From an optimization exercise on the open Yosys and OpenROAD flow, aimed at small area, a short achievable clock period and few clock cycles per item; shortcuts taken in it are not production practice.
Where RTL was checked, it was by simulation tests only, not by an equivalence proof against the original.

==> juniper <==
## dmc_line_decoder
module dmc_line_decoder (
    input  wire         clk,
    input  wire         rst,           
    input  wire         in_valid,
    output wire         in_ready,
    input  wire [639:0] in_line,       
    output reg          out_valid,
    output reg  [511:0] out_data,      
    output reg  [127:0] out_check,     
    output reg  [1:0]   out_class,     
    output reg  [4:0]   out_dev        
);
==> module dmc_line_decoder, before the edit <==
module dmc_line_decoder (
    input  wire         clk,
    input  wire         rst,           
    input  wire         in_valid,
    output wire         in_ready,
    input  wire [639:0] in_line,       
    output reg          out_valid,
    output reg  [511:0] out_data,      
    output reg  [127:0] out_check,     
    output reg  [1:0]   out_class,     
    output reg  [4:0]   out_dev        
);
    assign in_ready = 1'b1;
    reg         line_valid;
    reg [639:0] line;
    always @(posedge clk) begin
        if (rst) line_valid <= 1'b0;
        else     line_valid <= in_valid;
        line <= in_line;
    end
    wire [127:0] rem;
    wire [3:0]   cw_zero, cw_single, cw_poison;
    wire [79:0]  cw_loc;
    wire [31:0]  cw_err;
    genvar w;
    generate
        for (w = 0; w < 4; w = w + 1) begin : g_cw
            rs_encoder u_rem (.cw(line[160*w +: 160]), .rem(rem[32*w +: 32]));
            rs_cw_check u_check (
                .rem    (rem[32*w +: 32]),
                .zero   (cw_zero[w]),
                .single (cw_single[w]),
                .loc    (cw_loc[20*w +: 20]),
                .err    (cw_err[8*w +: 8]),
                .poison (cw_poison[w])
            );
        end
    endgenerate
    wire [19:0] loc = cw_loc[0 +: 20] | cw_loc[20 +: 20] | cw_loc[40 +: 20] | cw_loc[60 +: 20];
    wire any0 = loc[0] | loc[1];
    wire two0 = (loc[0] & loc[1]);
    wire any1 = loc[2] | loc[3];
    wire two1 = (loc[2] & loc[3]);
    wire any2 = loc[4] | loc[5];
    wire two2 = (loc[4] & loc[5]);
    wire any3 = loc[6] | loc[7];
    wire two3 = (loc[6] & loc[7]);
    wire any4 = loc[8] | loc[9];
    wire two4 = (loc[8] & loc[9]);
    wire any5 = loc[10] | loc[11];
    wire two5 = (loc[10] & loc[11]);
    wire any6 = loc[12] | loc[13];
    wire two6 = (loc[12] & loc[13]);
    wire any7 = loc[14] | loc[15];
    wire two7 = (loc[14] & loc[15]);
    wire any8 = loc[16] | loc[17];
    wire two8 = (loc[16] & loc[17]);
    wire any9 = loc[18] | loc[19];
    wire two9 = (loc[18] & loc[19]);
    wire any10 = any0 | any1;
    wire two10 = (any0 & any1) | two0 | two1;
    wire any11 = any2 | any3;
    wire two11 = (any2 & any3) | two2 | two3;
    wire any12 = any4 | any5;
    wire two12 = (any4 & any5) | two4 | two5;
    wire any13 = any6 | any7;
    wire two13 = (any6 & any7) | two6 | two7;
    wire any14 = any8 | any9;
    wire two14 = (any8 & any9) | two8 | two9;
    wire any15 = any10 | any11;
    wire two15 = (any10 & any11) | two10 | two11;
    wire any16 = any12 | any13;
    wire two16 = (any12 & any13) | two12 | two13;
    wire any17 = any15 | any16;
    wire two17 = (any15 & any16) | two15 | two16;
    wire any18 = any17 | any14;
    wire two18 = (any17 & any14) | two17 | two14;
    wire two = two18;
    wire clean     = &cw_zero;
    wire all_ok    = &(cw_zero | cw_single);
    wire corrected = !clean && all_ok && !two;
    wire poisoned  = &cw_poison;
    wire bad       = !clean && !corrected;              
    wire [1:0] cls = {bad, !clean && (corrected || !poisoned)};
    reg [4:0] dev;
    integer k;
    always @* begin
        dev = 5'd0;
        for (k = 0; k < 20; k = k + 1)
            if (loc[k]) dev = dev | (5'd19 - k[4:0]);
    end
    reg [511:0] data;
    integer cw, d;
    always @* begin
        for (cw = 0; cw < 4; cw = cw + 1)
            for (d = 0; d < 16; d = d + 1)
                data[8*(16*cw+d) +: 8] = line[8*(20*cw+d) +: 8] ^
                    ((corrected && loc[19-d]) ? cw_err[8*cw +: 8] : 8'h00);
    end
    wire use_rem = bad || (corrected && |loc[3:0]);
    reg [127:0] check;
    integer m;
    always @* begin
        for (cw = 0; cw < 4; cw = cw + 1)
            for (m = 0; m < 4; m = m + 1)
                check[8*(4*cw+m) +: 8] = line[8*(20*cw+16+m) +: 8] ^
                    (use_rem ? rem[8*(4*cw+3-m) +: 8] : 8'h00) ^
                    ((bad && (m == 0 || m == 2)) ? 8'hff : 8'h00);
    end
    always @(posedge clk) begin
        if (rst) out_valid <= 1'b0;
        else     out_valid <= line_valid;
        out_data  <= data;
        out_check <= check;
        out_class <= cls;
        out_dev   <= corrected ? dev : 5'd0;
    end
endmodule
Settings: LEC_CHECK=0, CAP_MARGIN=20, CORE_MARGIN=2, CORE_UTILIZATION=40, SLEW_MARGIN=20; clock period 32.0 ns.
standard.sh (not shown) runs the stock make flow with config.mk's settings and CLKGATE_MAP_FILE= SYNTH_SCRIPT=/design/flow/synth_recipe.tcl, a recipe that flattens the netlist after the stock synthesis.
==> flow/flow/run.sh <==
#!/bin/bash
# Layout flow: the standard flow's synthesis with an area-oriented ABC mapping script
# (flow/synth.tcl, flow/abc.script), then the standard layout with the port
# buffers made from buf_2 cells and timing repair asked to leave setup slack
# of SETUP_MARGIN ns at the design's clock period, so that it sizes and
# buffers the logic for a shorter achieved period. Each step logs on its own.
set -uo pipefail
SETUP_MARGIN=${SETUP_MARGIN:-22}
export FLOW_ABC_SCRIPT=$PWD/flow/abc.script
export FLOW_ABC_D_PS=${FLOW_ABC_D_PS:-6000}
bash standard.sh SYNTH_SCRIPT=$PWD/flow/synth.tcl synth > synth.log 2>&1 || exit 1
bash standard.sh "BUFFER_PORTS_ARGS=-buffer_cell sky130_fd_sc_hd__buf_2" \
    SETUP_SLACK_MARGIN=$SETUP_MARGIN SLEW_MARGIN=40 CAP_MARGIN=40 finish > layout.log 2>&1
==> flow/flow/abc.script <==
&get -n
&st
&dch
&nf -R 1000
&put
topo
stime -c
==> flow/flow/synth.tcl <==
# The standard flow's synthesis script (synth_recipe.tcl), with ABC's technology mapping
# run from abc.script beside this file, at a delay target of ABC_D_PS.
# Everything else, registers included, is as in the standard synthesis.
proc synth {args} { yosys synth -nofsm -noshare {*}$args }
proc abc {args} {
  set i [lsearch -exact $args -script]
  if { $i >= 0 } { lset args [expr {$i + 1}] $::env(FLOW_ABC_SCRIPT) }
  set j [lsearch -exact $args -D]
  if { $j >= 0 } { lset args [expr {$j + 1}] $::env(FLOW_ABC_D_PS) }
  yosys abc {*}$args
}
source $::env(SCRIPTS_DIR)/synth.tcl
# left out here: clear keep_hierarchy, flatten, clean up, hide names made inside functions, write 1_2_yosys.v
==> inputs of indigo, as changes to juniper <==
--- a/flow/design.v
+++ b/flow/design.v
@@ -1610,4 +1610,12 @@
     assign in_ready = 1'b1;
+    wire [127:0] in_rem;
+    genvar w;
+    generate
+        for (w = 0; w < 4; w = w + 1) begin : g_rem
+            rs_encoder u_rem (.cw(in_line[160*w +: 160]), .rem(in_rem[32*w +: 32]));
+        end
+    endgenerate
     reg         line_valid;
     reg [639:0] line;
+    reg [127:0] rem;
     always @(posedge clk) begin
@@ -1616,4 +1624,4 @@
         line <= in_line;
+        rem  <= in_rem;
     end
-    wire [127:0] rem;
     wire [3:0]   cw_zero, cw_single, cw_poison;
@@ -1621,6 +1629,4 @@
     wire [31:0]  cw_err;
-    genvar w;
     generate
         for (w = 0; w < 4; w = w + 1) begin : g_cw
-            rs_encoder u_rem (.cw(line[160*w +: 160]), .rem(rem[32*w +: 32]));
             rs_cw_check u_check (
@@ -1635,45 +1641,15 @@
     endgenerate
+    reg same;
+    integer i, j;
+    always @* begin
+        same = 1'b1;
+        for (i = 0; i < 4; i = i + 1)
+            for (j = i + 1; j < 4; j = j + 1)
+                same = same & (cw_zero[i] | cw_zero[j] |
+                               |(cw_loc[20*i +: 20] & cw_loc[20*j +: 20]));
+    end
     wire [19:0] loc = cw_loc[0 +: 20] | cw_loc[20 +: 20] | cw_loc[40 +: 20] | cw_loc[60 +: 20];
-    wire any0 = loc[0] | loc[1];
-    wire two0 = (loc[0] & loc[1]);
-    wire any1 = loc[2] | loc[3];
-    wire two1 = (loc[2] & loc[3]);
-    wire any2 = loc[4] | loc[5];
-    wire two2 = (loc[4] & loc[5]);
-    wire any3 = loc[6] | loc[7];
-    wire two3 = (loc[6] & loc[7]);
-    wire any4 = loc[8] | loc[9];
-    wire two4 = (loc[8] & loc[9]);
-    wire any5 = loc[10] | loc[11];
-    wire two5 = (loc[10] & loc[11]);
-    wire any6 = loc[12] | loc[13];
-    wire two6 = (loc[12] & loc[13]);
-    wire any7 = loc[14] | loc[15];
-    wire two7 = (loc[14] & loc[15]);
-    wire any8 = loc[16] | loc[17];
-    wire two8 = (loc[16] & loc[17]);
-    wire any9 = loc[18] | loc[19];
-    wire two9 = (loc[18] & loc[19]);
-    wire any10 = any0 | any1;
-    wire two10 = (any0 & any1) | two0 | two1;
-    wire any11 = any2 | any3;
-    wire two11 = (any2 & any3) | two2 | two3;
-    wire any12 = any4 | any5;
-    wire two12 = (any4 & any5) | two4 | two5;
-    wire any13 = any6 | any7;
-    wire two13 = (any6 & any7) | two6 | two7;
-    wire any14 = any8 | any9;
-    wire two14 = (any8 & any9) | two8 | two9;
-    wire any15 = any10 | any11;
-    wire two15 = (any10 & any11) | two10 | two11;
-    wire any16 = any12 | any13;
-    wire two16 = (any12 & any13) | two12 | two13;
-    wire any17 = any15 | any16;
-    wire two17 = (any15 & any16) | two15 | two16;
-    wire any18 = any17 | any14;
-    wire two18 = (any17 & any14) | two17 | two14;
-    wire two = two18;
     wire clean     = &cw_zero;
     wire all_ok    = &(cw_zero | cw_single);
-    wire corrected = !clean && all_ok && !two;
+    wire corrected = !clean && all_ok && same;
     wire poisoned  = &cw_poison;
==> flow/flow/run.sh (replaced) <==
#!/bin/bash
# Layout flow: the standard flow's synthesis with an area-oriented ABC mapping script
# (flow/synth.tcl, flow/abc.script), then the standard layout with the port
# buffers made from PORT_BUF cells and timing repair asked to leave setup
# slack of SETUP_MARGIN ns at the design's clock period, so that it sizes and
# buffers the logic for a shorter achieved period. flow/params.sh may change
# these settings. Each step writes its output to a log of its own.
set -uo pipefail
SETUP_MARGIN=24
SLEWCAP=40
PORT_BUF=sky130_fd_sc_hd__buf_2
EXTRA=()
if [[ -f flow/params.sh ]]; then source flow/params.sh; fi
export FLOW_ABC_SCRIPT=$PWD/flow/abc.script
export FLOW_ABC_D_PS=6000
bash standard.sh SYNTH_SCRIPT=$PWD/flow/synth.tcl synth > synth.log 2>&1 || exit 1
bash standard.sh "BUFFER_PORTS_ARGS=-buffer_cell $PORT_BUF" \
    SETUP_SLACK_MARGIN=$SETUP_MARGIN SLEW_MARGIN=$SLEWCAP CAP_MARGIN=$SLEWCAP \
    "${EXTRA[@]}" finish > layout.log 2>&1
==> flow/flow/params.sh (new file) <==
PORT_BUF=sky130_fd_sc_hd__buf_1
EXTRA=(CORE_UTILIZATION=65)
==> qor summary <==
metric                                                                       indigo    juniper
Outcome                                                   aborted with a tool error  timing/DRC/antenna clean
Last stage reached                                                   global routing          -
DIE WIDTH                                                                  376.9 um   471.1 um
Post-synthesis instance area                                              90390 um2  87270 um2
Count of clock tree sinks                                                      1417       1289
Number of cells after detailed placement                                      12650      13660
Multiplexer share of the synthesized area                                  0.04429%   0.06021%
Average cell area after synthesis                                         9.646 um2  9.493 um2
Fraction of the yosys area taken by sequential cells                         31.38%     29.57%
Post-DP HPWL                                                              357700 um  410800 um
Row Count                                                                       136        171
Global placer's final weighted congestion                                     1.264      1.098
Fraction of the mapped netlist area in adder cells                          0.2076%    0.2867%
Yosys cell types                                                                 50         46
Number of buffers added by the clock tree synthesis step                        140        138
Gate Count Post-Synth                                                          9371       9194
Testbench counts of indigo, summed over its fixed seeds: cycles 16,016, items 16,000.
No functional check of the RTL was part of juniper.


==> v1: inputs <==
dmc_line_decoder with an RTL version that a note above also has.
==> module dmc_line_decoder, before the edit <==
module dmc_line_decoder (
    input  wire         clk,
    input  wire         rst,           
    input  wire         in_valid,
    output wire         in_ready,
    input  wire [639:0] in_line,       
    output reg          out_valid,
    output reg  [511:0] out_data,      
    output reg  [127:0] out_check,     
    output reg  [1:0]   out_class,     
    output reg  [4:0]   out_dev        
);
    assign in_ready = 1'b1;
    wire [127:0] in_rem;
    genvar w;
    generate
        for (w = 0; w < 4; w = w + 1) begin : g_rem
            rs_encoder u_rem (.cw(in_line[160*w +: 160]), .rem(in_rem[32*w +: 32]));
        end
    endgenerate
    reg         line_valid;
    reg [639:0] line;
    reg [127:0] rem;
    always @(posedge clk) begin
        if (rst) line_valid <= 1'b0;
        else     line_valid <= in_valid;
        line <= in_line;
        rem  <= in_rem;
    end
    wire [3:0]   cw_zero, cw_single, cw_poison;
    wire [79:0]  cw_loc;
    wire [31:0]  cw_err;
    generate
        for (w = 0; w < 4; w = w + 1) begin : g_cw
            rs_cw_check u_check (
                .rem    (rem[32*w +: 32]),
                .zero   (cw_zero[w]),
                .single (cw_single[w]),
                .loc    (cw_loc[20*w +: 20]),
                .err    (cw_err[8*w +: 8]),
                .poison (cw_poison[w])
            );
        end
    endgenerate
    reg same;
    integer i, j;
    always @* begin
        same = 1'b1;
        for (i = 0; i < 4; i = i + 1)
            for (j = i + 1; j < 4; j = j + 1)
                same = same & (cw_zero[i] | cw_zero[j] |
                               |(cw_loc[20*i +: 20] & cw_loc[20*j +: 20]));
    end
    wire [19:0] loc = cw_loc[0 +: 20] | cw_loc[20 +: 20] | cw_loc[40 +: 20] | cw_loc[60 +: 20];
    wire clean     = &cw_zero;
    wire all_ok    = &(cw_zero | cw_single);
    wire corrected = !clean && all_ok && same;
    wire poisoned  = &cw_poison;
    wire bad       = !clean && !corrected;              
    wire [1:0] cls = {bad, !clean && (corrected || !poisoned)};
    reg [4:0] dev;
    integer k;
    always @* begin
        dev = 5'd0;
        for (k = 0; k < 20; k = k + 1)
            if (loc[k]) dev = dev | (5'd19 - k[4:0]);
    end
    reg [511:0] data;
    integer cw, d;
    always @* begin
        for (cw = 0; cw < 4; cw = cw + 1)
            for (d = 0; d < 16; d = d + 1)
                data[8*(16*cw+d) +: 8] = line[8*(20*cw+d) +: 8] ^
                    ((corrected && loc[19-d]) ? cw_err[8*cw +: 8] : 8'h00);
    end
    wire use_rem = bad || (corrected && |loc[3:0]);
    reg [127:0] check;
    integer m;
    always @* begin
        for (cw = 0; cw < 4; cw = cw + 1)
            for (m = 0; m < 4; m = m + 1)
                check[8*(4*cw+m) +: 8] = line[8*(20*cw+16+m) +: 8] ^
                    (use_rem ? rem[8*(4*cw+3-m) +: 8] : 8'h00) ^
                    ((bad && (m == 0 || m == 2)) ? 8'hff : 8'h00);
    end
    always @(posedge clk) begin
        if (rst) out_valid <= 1'b0;
        else     out_valid <= line_valid;
        out_data  <= data;
        out_check <= check;
        out_class <= cls;
        out_dev   <= corrected ? dev : 5'd0;
    end
endmodule
export LEC_CHECK = 0
export CAP_MARGIN = 20
export CORE_MARGIN = 2
export CORE_UTILIZATION = 40
export SLEW_MARGIN = 20
create_clock -name core_clock -period 32.0 [get_ports {clk}]
==> flow/flow/run.sh <==
#!/bin/bash
# Layout flow: the standard flow's synthesis with an area-oriented ABC mapping script
# (flow/synth.tcl, flow/abc.script), then the standard layout with the port
# buffers made from buf_2 cells and timing repair asked to leave setup slack
# of SETUP_MARGIN ns at the design's clock period, so that it sizes and
# buffers the logic for a shorter achieved period. Each step logs on its own.
set -uo pipefail
SETUP_MARGIN=${SETUP_MARGIN:-24}
export FLOW_ABC_SCRIPT=$PWD/flow/abc.script
export FLOW_ABC_D_PS=${FLOW_ABC_D_PS:-6000}
bash standard.sh SYNTH_SCRIPT=$PWD/flow/synth.tcl synth > synth.log 2>&1 || exit 1
bash standard.sh "BUFFER_PORTS_ARGS=-buffer_cell sky130_fd_sc_hd__buf_2" \
    SETUP_SLACK_MARGIN=$SETUP_MARGIN SLEW_MARGIN=40 CAP_MARGIN=40 finish > layout.log 2>&1
Scripts as last shown in full above: flow/flow/abc.script, flow/flow/synth.tcl
==> inputs of v10, as changes to v1 <==
--- a/flow/design.v
+++ b/flow/design.v
@@ -1609,25 +1609,19 @@
 );
     assign in_ready = 1'b1;
-    wire [127:0] in_rem;
-    genvar w;
-    generate
-        for (w = 0; w < 4; w = w + 1) begin : g_rem
-            rs_encoder u_rem (.cw(in_line[160*w +: 160]), .rem(in_rem[32*w +: 32]));
-        end
-    endgenerate
     reg         line_valid;
     reg [639:0] line;
-    reg [127:0] rem;
     always @(posedge clk) begin
         if (rst) line_valid <= 1'b0;
         else     line_valid <= in_valid;
         line <= in_line;
-        rem  <= in_rem;
     end
+    wire [127:0] rem;
     wire [3:0]   cw_zero, cw_single, cw_poison;
     wire [79:0]  cw_loc;
     wire [31:0]  cw_err;
+    genvar w;
     generate
         for (w = 0; w < 4; w = w + 1) begin : g_cw
+            rs_encoder u_rem (.cw(line[160*w +: 160]), .rem(rem[32*w +: 32]));
             rs_cw_check u_check (
                 .rem    (rem[32*w +: 32]),
@@ -1640,17 +1634,16 @@
         end
     endgenerate
-    reg same;
+    wire [19:0] loc = cw_loc[0 +: 20] | cw_loc[20 +: 20] | cw_loc[40 +: 20] | cw_loc[60 +: 20];
+    reg  two;
     integer i, j;
     always @* begin
-        same = 1'b1;
-        for (i = 0; i < 4; i = i + 1)
-            for (j = i + 1; j < 4; j = j + 1)
-                same = same & (cw_zero[i] | cw_zero[j] |
-                               |(cw_loc[20*i +: 20] & cw_loc[20*j +: 20]));
+        two = 1'b0;
+        for (i = 0; i < 20; i = i + 1)
+            for (j = i + 1; j < 20; j = j + 1)
+                two = two | (loc[i] & loc[j]);
     end
-    wire [19:0] loc = cw_loc[0 +: 20] | cw_loc[20 +: 20] | cw_loc[40 +: 20] | cw_loc[60 +: 20];
     wire clean     = &cw_zero;
     wire all_ok    = &(cw_zero | cw_single);
-    wire corrected = !clean && all_ok && same;
+    wire corrected = !clean && all_ok && !two;
     wire poisoned  = &cw_poison;
     wire bad       = !clean && !corrected;              
==> flow/run.sh (new file) <==
#!/bin/bash
# synth_recipe.tcl (not shown) runs the flow's synth.tcl, then flattens the netlist and writes it again
# the make line also repeats each setting of config.mk as NAME=value (left out here)
make -C /OpenROAD-flow-scripts/flow DESIGN_CONFIG=/design/flow/config.mk WORK_HOME=/design/flow/orfs CLKGATE_MAP_FILE= SYNTH_SCRIPT=/design/flow/synth_recipe.tcl finish
removed: flow/flow/run.sh
removed: flow/flow/abc.script
removed: flow/flow/synth.tcl
removed: flow/standard.sh
==> summary.txt <==
Finish:
- After the last flow step, the layout net total stands at ~12,000.

Outcome:
- The run finished with no timing, DRC or antenna violations.

Synthesis:
- Sorting the synthesized cells by area gives the leading types as xnor2_1 45%, dfxtp_1 31%, xor2_1 13%, nand2_1 3.4%, nor2_1 1.9%.

Clocking:
- In this run the post-CTS setup repair buffer count came out at 30.
(the above is from v1)
==> summary.txt <==
Outcome:
- The flow ran to the end and the layout has no timing, DRC or antenna violations.

Clocking:
- The count of buffers added by post-CTS timing repair for setup is 0.
- The clock network latency to the later pin of the worst-skew pair is around 0.9 ns.

Finish:
- The number of nets in the layout is between 10,000 and 15,000.

Die:
- The die area is 0.265 mm².

STA:
- The number of max-slew violations in the final report is 0.

Synthesis:
- By area the synthesized netlist is led by dfxtp_1 25%, xnor3_1 24%, xnor2_1 21%, xor2_1 11%, nor2_1 3.4%.
(the above is from v10)
Testbench counts of v1, summed over its fixed seeds: cycles 16,016, items 16,000.
Function not checked in v10: the RTL went through the layout flow alone.

## port drivers added, routing unchanged
Ports are ideal in the flow. The routed layouts listed here were re-timed in OpenROAD.
Step 1 (the two cells are an assumption about what drives the block):
set clk [get_ports {clk}]
set_driving_cell -lib_cell sky130_fd_sc_hd__clkbuf_16 $clk
set_driving_cell -lib_cell sky130_fd_sc_hd__buf_2 [delete_from_list [all_inputs] $clk]
Step 2 moves the port delays by t, midway between the first and last clock arrival at a register: inputs arrive t later, outputs are due t later. That takes back most of the time a late clock gives input paths.
Three values: no drivers, after step 1, after step 2; two values: the first two.
run | shift t [ns] | setup WS [ns] | hold slack, ns | clock arrival spread, ns | worst data-port slew with drivers (ns)
juniper | 0.930 | 21.881 / 21.881 / 21.881 | 0.441 / 0.441 / 0.441 | 0.061 / 0.061 | 0.16
v1 | 0.914 | 23.840 / 23.904 / 23.004 | 0.391 / 0.391 / 0.391 | 0.078 / 0.077 | 0.25
v10 | 0.951 | 18.073 / 18.073 / 18.073 | 0.453 / 0.453 / 0.453 | 0.075 / 0.075 | 0.21
After both steps every run listed still meets setup and hold. The setup slack of v1, which loses most, moves by +0.064 ns with the drivers and by -0.836 ns with both steps.
